What follows belongs to an exercise in optimizing a design on an open flow for small area, a short achievable clock period and few clock cycles per item; a production flow would make more cautious choices.
In this exercise RTL edits were held to simulation tests only and were not proved equivalent to the original.
Power is estimated from default activity; no workload was simulated.

amber:
## fp32_divsqrt
module fp32_divsqrt (
    input  wire        clk,
    input  wire        rst,
    input  wire        in_valid,
    output wire        in_ready,
    input  wire        in_op,         
    input  wire [31:0] in_a,
    input  wire [31:0] in_b,
    output reg         out_valid,
    output wire [31:0] out_result,
    output wire [3:0]  out_flags      
);
For scale: ~110 I/O pins, roughly 6000 µm² of cells after synthesis.
Settings: LEC_CHECK=0, CAP_MARGIN=20, CORE_MARGIN=2, CORE_UTILIZATION=40, PLACE_DENSITY=0.5, SLEW_MARGIN=20; clock period 10.0 ns.
standard.sh (not shown) runs the stock make flow with config.mk's settings and CLKGATE_MAP_FILE= SYNTH_SCRIPT=/design/flow/synth_recipe.tcl, a recipe that flattens the netlist after the stock synthesis.
==> flow/flow/run.sh <==
#!/bin/bash
# Own layout flow: the standard synthesis, its combinational logic re-mapped
# for area (registers untouched), then the standard layout steps with timing
# repair aimed below the clock period.
set -euo pipefail
MARGIN=6.85
R=orfs/results/$FLOW_PLATFORM/fp32_divsqrt/base
bash standard.sh synth > synth_standard.log 2>&1
bash flow/resyn.sh $R flow > resyn.log 2>&1
rm -f $R/1_synth.odb $R/1_synth.sdc
bash standard.sh synth > synth_odb.log 2>&1
bash standard.sh SETUP_SLACK_MARGIN=$MARGIN BUFFER_PORTS_ARGS="-buffer_cell sky130_fd_sc_hd__buf_1" CTS_ARGS="-sink_clustering_enable -repair_clock_nets -dont_use_dummy_load -buf_list sky130_fd_sc_hd__clkbuf_8" finish > layout.log 2>&1
==> flow/flow/resyn.abc <==
&get -n; &st; &dch; &nf; &st; &dch; &nf; &put; topo; stime -c; buffer -c; upsize -c -D 2500; dnsize -c -D 2500
Other scripts of this flow, unchanged in this note and not shown: flow/flow/abc.constr, flow/flow/minilib.py, flow/flow/resyn.sh
Testbench counts of amber, summed over its fixed seeds: cycles 62,573, ops 2,400.
Input changes introduced in zinc (baseline for comparison: amber):
Settings: clearing PLACE_DENSITY, which used to be 0.5.
diff --git a/flow/flow/run.sh b/flow/flow/run.sh
--- a/flow/flow/run.sh
+++ b/flow/flow/run.sh
@@ -6 +6 @@
-MARGIN=6.85
+MARGIN=6.5
==> flow/flow/resyn.abc <==
&get -n; &st; &dch; &nf; &st; &dch; &nf; &st; &dch; &nf; &st; &dch; &nf; &put; topo; stime -c; buffer -c; upsize -c -D 2500; dnsize -c -D 2500
## What came out
Routed wire length down about 6.4% in zinc wrt amber. Relative to amber, the net switching fraction of the power of zinc is lower by 0.69 points. The final cell count on zinc is in line with that on amber. Cmp amber and zinc / utilization / higher: amber. amber -> zinc: final-layout setup total negative slack delta 0, exact match.
Relative to zinc, the following input files were edited for yarrow:
Settings: CORE_UTILIZATION changed from 40 to 60.
==> flow/flow/resyn.abc <==
&get -n; &st; &dch; &nf; &put; topo; stime -c; buffer -c; upsize -c -D 2500; dnsize -c -D 2500
Findings:
Clock latency on the worst-skew pair on yarrow is down relative to zinc. The sum of buffers and inverters on the critical path of yarrow is higher than that of zinc. Delta(least setup slack across all paths after layout, yarrow - zinc) > 0. Final hold slack: yarrow > zinc. For routed wire length on met3, dividing the value from zinc by the value from yarrow gives 0.68. yarrow consumes less power than zinc does. Going from zinc to yarrow, the cell-internal power was found to have gone down by 0.000048 W. The number of cells in the design after placement number comes out lower for yarrow vs zinc. NOTE: vertical extent of the die in yarrow falls short of that of zinc. Between yarrow and zinc, it is yarrow whose number of cells traversed by the worst register-to-register path is lower, by 3. Compared to zinc, yarrow has final design instance area without fill about 3% lower.
For garnet, these inputs were changed with respect to yarrow:
Settings: swapping 60 for 40 in CORE_UTILIZATION; putting PLACE_DENSITY at 0.5 where nothing was set.
diff --git a/flow/flow/run.sh b/flow/flow/run.sh
--- a/flow/flow/run.sh
+++ b/flow/flow/run.sh
@@ -6 +6 @@
-MARGIN=6.5
+MARGIN=6.75
@@ -12 +12 @@
-bash standard.sh SETUP_SLACK_MARGIN=$MARGIN BUFFER_PORTS_ARGS="-buffer_cell sky130_fd_sc_hd__buf_1" CTS_ARGS="-sink_clustering_enable -repair_clock_nets -dont_use_dummy_load -buf_list sky130_fd_sc_hd__clkbuf_8" finish > layout.log 2>&1
+bash standard.sh SETUP_SLACK_MARGIN=$MARGIN BUFFER_PORTS_ARGS="-buffer_cell sky130_fd_sc_hd__buf_1" CTS_ARGS="-sink_clustering_enable -repair_clock_nets -dont_use_dummy_load -root_buf sky130_fd_sc_hd__clkbuf_16 -buf_list sky130_fd_sc_hd__clkbuf_8" finish > layout.log 2>&1
==> flow/flow/resyn.abc <==
&get -n; &st; &dch; &nf; &st; &dch; &nf; &put; topo; stime -c; buffer -c; upsize -c -D 2500; dnsize -c -D 2500
--- outcome ---
Looking at the reports, garnet completed the entire flow and the layout it produced met the timing, DRC and antenna checks. Per the comparison of garnet with yarrow, final cell count rose by about 3.5%, utilization fell by 21 points. garnet vs yarrow, beginning of the critical path: exp_r[0]$_DFFE_PP_ vs busy$_SDFF_PP0_. Comparing garnet and yarrow, the lower number of cells produced by synthesis is on garnet. garnet vs yarrow — final setup skew rose 0.0043 ns. | critical path depth | higher: yarrow |. | synthesized area per cell | higher: garnet |. Summary of garnet over yarrow: areal power density over the cells increased by about 4% relative to the old numbers, final layout net count moved down.
### garnet -> ember
Settings: PLACE_DENSITY: 0.5 -> unset.
diff --git a/flow/flow/run.sh b/flow/flow/run.sh
--- a/flow/flow/run.sh
+++ b/flow/flow/run.sh
@@ -6 +6 @@
-MARGIN=6.75
+MARGIN=6.5
@@ -12 +12 @@
-bash standard.sh SETUP_SLACK_MARGIN=$MARGIN BUFFER_PORTS_ARGS="-buffer_cell sky130_fd_sc_hd__buf_1" CTS_ARGS="-sink_clustering_enable -repair_clock_nets -dont_use_dummy_load -root_buf sky130_fd_sc_hd__clkbuf_16 -buf_list sky130_fd_sc_hd__clkbuf_8" finish > layout.log 2>&1
+bash standard.sh SETUP_SLACK_MARGIN=$MARGIN BUFFER_PORTS_ARGS="-buffer_cell sky130_fd_sc_hd__buf_1" CTS_ARGS="-sink_clustering_enable -repair_clock_nets -dont_use_dummy_load -buf_list sky130_fd_sc_hd__clkbuf_8" finish > layout.log 2>&1
==> flow/flow/resyn.abc <==
&get -n; &st; &dch; &nf; &put; topo; stime -c; buffer -c; upsize -c -D 2500; dnsize -c -D 2500
[summary]
ember has number of tap cells added at floorplan above what garnet had.
Between ember and garnet, the difference in switching component of the power is negligible.
For ember and garnet, there was not a single run that failed to finish clean.
Worst setup slack delta (ember − garnet): unfavourable
When the final numbers for ember and garnet were put side by side, the post-route clock period utilization turned out to be greater in ember.
Y dimension of the die: ember and garnet compared, lower one is garnet
Going from garnet to ember, via count lost 29; clock latency of the later-clocked register in the worst-skew pair picked up an extra 0.03 ns; switching portion of total power picked up an extra 2.9 points; total power consumption of the routed design lost 0.000091 W.
ember ends up with a proportion of cell area occupied by multi-input gates that is 1.9 points higher than in garnet.
Re non-clock inverter total of the final layout: no difference whatsoever between garnet and ember.
Modified inputs, violet compared to ember
Settings: setting PLACE_DENSITY to 0.5 for the first time; setting TNS_END_PERCENT to 0 for the first time.
diff --git a/flow/flow/run.sh b/flow/flow/run.sh
--- a/flow/flow/run.sh
+++ b/flow/flow/run.sh
@@ -6 +6 @@
-MARGIN=6.5
+MARGIN=6.75
==> flow/flow/resyn.abc <==
&get -n; &st; &dch; &nf; &st; &dch; &nf; &put; topo; stime -c; buffer -c; upsize -c -D 2500; dnsize -c -D 2500
Findings:
- violet: full flow OK, the timing, DRC and antenna checks passed
- The slew at the pin closest to its max-slew limit of violet exceeds that of ember by 0.21 ns.
- Higher overall track demand over capacity in global routing among violet and ember: violet
- Lower relative contribution of combinational cells to total power among violet and ember: violet
- The synthesis-to-layout area growth in violet sits 1.2 points above the value recorded for ember.
- Against ember, routed wire length in violet rose by a little under 10%.
- Going from ember to violet, placement-stage cell area has decreased, global routing usage on met2 has increased.

## static timing again, ports no longer ideal
Ports are ideal in the flow. The routed layouts listed here were re-timed in OpenROAD.
Step 1 (the two cells are an assumption about what drives the block):
set clk [get_ports {clk}]
set_driving_cell -lib_cell sky130_fd_sc_hd__clkbuf_16 $clk
set_driving_cell -lib_cell sky130_fd_sc_hd__buf_2 [delete_from_list [all_inputs] $clk]
Step 2, shift: input delay + t, output delay - t, t = (earliest + latest rising clock arrival at the registers) / 2. This alone moves slack from input paths to output paths.
Three values: ideal ports, drivers, drivers and shift; two values: the first two.
run | t, ns | setup slack, ns | worst setup path at the end | worst register clock-pin slew, ns | pins driven straight from the clock port
amber | 0.430 | 6.883 / 6.843 / 6.630 | input to register | 0.11 / 0.11 | 1
zinc | 0.420 | 6.520 / 6.520 / 6.333 | input to register | 0.10 / 0.10 | 1
yarrow | 0.404 | 6.617 / 6.582 / 6.453 | input to register | 0.10 / 0.10 | 1
garnet | 0.395 | 6.825 / 6.781 / 6.570 | input to register | 0.08 / 0.08 | 1
ember | 0.419 | 6.648 / 6.648 / 6.489 | input to register | 0.09 / 0.09 | 1
violet | 0.421 | 6.736 / 6.697 / 6.372 | input to register | 0.11 / 0.11 | 1
After both steps every run listed still meets setup and hold. The setup slack of violet, which loses most, moves by -0.039 ns with the drivers and by -0.364 ns with both steps.
